Context: an optimization exercise on an open-source flow, tuned for small area, a short achievable clock period and few clock cycles per item. The choices shown serve that exercise and are no tape-out recipe.

## bv2_ctr_xor
module bv2_ctr_xor (
    input  wire         clk,
    input  wire         rst,           
    input  wire         in_valid,
    output wire         in_ready,
    input  wire         in_link,       
    input  wire [23:0]  in_major,      
    input  wire [5:0]   in_minor,      
    input  wire [31:0]  in_line,       
    input  wire [3:0]   in_casc_id,    
    input  wire [1:0]   in_port,       
    input  wire [47:0]  in_frame_ctr,  
    input  wire [15:0]  in_blk,        
    input  wire [255:0] in_key,        
    input  wire [127:0] in_data,       
    output wire         out_valid,
    input  wire         out_ready,
    output wire [127:0] out_data
);
clock: 10.0 ns
lec_check: 0
cap_margin: 20
core_margin: 2
core_utilization: 40
setup_slack_margin: 3
slew_margin: 20
standard.sh (not shown) runs the stock make flow with config.mk's settings and CLKGATE_MAP_FILE= SYNTH_SCRIPT=/design/flow/synth_recipe.tcl, a recipe that flattens the netlist after the stock synthesis.
==> flow/flow/run.sh <==
#!/bin/bash
# Own flow: the standard layout (standard.sh) with two changes:
#  - synthesis runs flow/my_synth.tcl, the standard synthesis script except
#    that ABC maps with flow/area.abc (structural choices, then &nf);
#  - the port buffers are sky130_fd_sc_hd__buf_1 (every port still gets one).
set -euo pipefail
W=$PWD
export MY_ABC_SCRIPT=$W/flow/area.abc
sed -E "s#SYNTH_SCRIPT=[^ ]+#SYNTH_SCRIPT=$W/flow/my_synth.tcl#" standard.sh > my_standard.sh
grep -q "SYNTH_SCRIPT=$W/flow/my_synth.tcl" my_standard.sh
bash my_standard.sh "BUFFER_PORTS_ARGS=-buffer_cell sky130_fd_sc_hd__buf_1" finish > $W/flow_make.log 2>&1
==> flow/flow/area.abc <==
&get -n
&st
&dch
&nf
&put
==> flow/flow/my_synth.tcl <==
# The standard synthesis (synth_recipe.tcl), with one change: ABC maps the
# logic with the script named by MY_ABC_SCRIPT instead of ORFS's. Every other
# pass, and so every register's name and cell, is the standard synthesis's.
proc synth {args} { yosys synth -nofsm -noshare {*}$args }
proc abc {args} {
  set i [lsearch -exact $args -script]
  if { $i >= 0 } { lset args [expr { $i + 1 }] $::env(MY_ABC_SCRIPT) }
  yosys abc {*}$args
}
source $::env(SCRIPTS_DIR)/synth.tcl
# left out here: clear keep_hierarchy, flatten, clean up, hide names made inside functions, write 1_2_yosys.v
Edit:
--- a/flow/design.v
+++ b/flow/design.v
@@ -87,29 +87,27 @@
         begin
             for (c = 0; c < 4; c = c + 1)
                 for (r = 0; r < 4; r = r + 1)
                     sub_shift[127 - 8*(4*c + r) -: 8] =
                         sbox(s[127 - 8*(4*((c + r) % 4) + r) -: 8]);
         end
     endfunction
-    function [127:0] mix_key;
+    function [127:0] mix_delta;
         input [127:0] s;
-        input [127:0] k;
         integer c, r;
-        reg [7:0] a0, a1, a2, a3;
+        reg [7:0] t;
         begin
-            for (c = 0; c < 4; c = c + 1)
-                for (r = 0; r < 4; r = r + 1) begin
-                    a0 = s[127 - 8*(4*c + r) -: 8];
-                    a1 = s[127 - 8*(4*c + (r + 1) % 4) -: 8];
-                    a2 = s[127 - 8*(4*c + (r + 2) % 4) -: 8];
-                    a3 = s[127 - 8*(4*c + (r + 3) % 4) -: 8];
-                    mix_key[127 - 8*(4*c + r) -: 8] = xtime(a0 ^ a1) ^ (a1 ^ a2) ^
-                        (a3 ^ k[127 - 8*(4*c + r) -: 8]);
-                end
+            for (c = 0; c < 4; c = c + 1) begin
+                t = s[127 - 32*c -: 8] ^ s[119 - 32*c -: 8] ^
+                    s[111 - 32*c -: 8] ^ s[103 - 32*c -: 8];
+                for (r = 0; r < 4; r = r + 1)
+                    mix_delta[127 - 8*(4*c + r) -: 8] = t ^
+                        xtime(s[127 - 8*(4*c + r) -: 8] ^
+                              s[127 - 8*(4*c + (r + 1) % 4) -: 8]);
+            end
         end
     endfunction
     reg          run;       
     reg          ov;        
     reg  [3:0]   rnd;       
     reg  [127:0] st;        
     reg  [127:0] ka, kb;    
@@ -122,44 +120,37 @@
     reg [255:0] key_be;
     integer k;
     always @(*) begin
         for (k = 0; k < 32; k = k + 1)
             key_be[255 - 8*k -: 8] = in_key[8*k +: 8];
     end
     wire [127:0] ss        = sub_shift(st);
-    wire [127:0] round_mix = mix_key(ss, kb);    
-    wire [127:0] round_fin = ss ^ kb;              
+    wire [127:0] round_out = ss ^ (mix_delta(ss) & {128{~last}}) ^ kb;
     reg [7:0] rcon;
     always @(*) begin
         case (rnd[3:1])
             3'd0: rcon = 8'h01;
             3'd1: rcon = 8'h02;
             3'd2: rcon = 8'h04;
             3'd3: rcon = 8'h08;
             3'd4: rcon = 8'h10;
             3'd5: rcon = 8'h20;
             default: rcon = 8'h40;
         endcase
     end
-    wire [31:0] kin = rnd[0] ? {kb[23:0], kb[31:24]} : kb[31:0];
-    wire [31:0] sw  = {sbox(kin[31:24]), sbox(kin[23:16]), sbox(kin[15:8]), sbox(kin[7:0])};
-    wire [31:0] rc  = {rcon & {8{rnd[0]}}, 24'h0};
-    wire [31:0] p0  = ka[127:96] ^ rc;
-    wire [31:0] p1  = p0 ^ ka[95:64];
-    wire [31:0] p2  = p1 ^ ka[63:32];
-    wire [31:0] p3  = p2 ^ ka[31:0];
-    wire [127:0] q  = {p0, p1, p2, p3} ^ (in_data & {128{take}});
-    wire [127:0] key_next = q ^ {sw, sw, sw, sw};
-    wire         sel_mix  = run & ~last & ~load;
-    wire         sel_fin  = run & last & ~load;
-    wire         sel_hold = ~run & ~load;
-    wire [127:0] st_next  = ({128{load}}     & (ctr_blk ^ key_be[255:128])) |
-                            ({128{sel_mix}}  & round_mix) |
-                            ({128{sel_fin}}  & round_fin) |
-                            ({128{sel_hold}} & st);
+    wire [31:0] sw = {sbox(kb[31:24]), sbox(kb[23:16]), sbox(kb[15:8]), sbox(kb[7:0])};
+    wire [31:0] kt = rnd[0] ? ({sw[23:0], sw[31:24]} ^ {rcon, 24'h0}) : sw;
+    wire [31:0] p1 = ka[127:96] ^ ka[95:64];
+    wire [31:0] p2 = p1 ^ ka[63:32];
+    wire [31:0] p3 = p2 ^ ka[31:0];
+    wire [31:0] w0 = ka[127:96] ^ kt;
+    wire [31:0] w1 = p1 ^ kt;
+    wire [31:0] w2 = p2 ^ kt;
+    wire [31:0] w3 = p3 ^ kt;
+    wire [127:0] key_next = {w0, w1, w2, w3} ^ (in_data & {128{take}});
     always @(posedge clk) begin
         if (rst) begin
             run <= 1'b0;
             ov  <= 1'b0;
         end else begin
             if (load) begin
                 run <= 1'b1;
@@ -167,21 +158,23 @@
             end else if (run && last) begin
                 run <= 1'b0;
                 ov  <= 1'b1;
             end else if (out_ready) begin
                 ov  <= 1'b0;
             end
         end
-        st <= st_next;
         if (load) begin
             rnd <= 4'd1;
+            st  <= ctr_blk ^ key_be[255:128];
             ka  <= key_be[255:128];
             kb  <= key_be[127:0];
         end else begin
             rnd <= rnd + 4'd1;
+            if (run)
+                st <= round_out;
             ka <= kb;
             kb <= key_next;
         end
     end
     assign in_ready  = take;
     assign out_valid = ov;
     assign out_data  = st;
What happened: The changed run produced a clean layout; hold slack is worse by 28 ps; wire length shrinks by about 9%; register-to-register slack is better by 50 ps; via count shrinks by about 5%; final cell count shrinks by 3.3%; setup slack is better by 49 ps; first-iteration DRC count shrinks by 9.4%; global-route usage shrinks by 1.8 points; clock skew shrinks by 8.0 ps; sequential cell count does not change; sequential share of layout area grows by 2.9 points; area after synthesis shrinks by 3.6%; clock-buffer cell count shrinks by 6.
Function was not checked in any run of this note: the RTL went through the layout flow alone.

==> what the ideal ports hide <==
How much do the figures lean on ideal ports? The routed layouts below were timed once more, with nothing changed but the port constraints. Step 1: set_driving_cell puts a clkbuf_16 on clk and a buf_2 on each other input, an assumption about the parent block. Step 2 times the ports against the registers' clock, not the clock port: input delays grow and output delays shrink by t, the midpoint of the rising clock arrivals with the driver on. a / b / c = ideal / step 1 / step 2; a / b = the first two.
| run | t (ns) | slack for setup (ns) | worst register clock-pin slew, ns |
|---|---|---|---|
| the first run | 0.716 | 3.139 / 3.139 / 3.139 | 0.07 / 0.07 |
| the second run | 0.718 | 3.188 / 3.188 / 3.188 | 0.08 / 0.08 |
After both steps setup and hold are still met in every run listed.
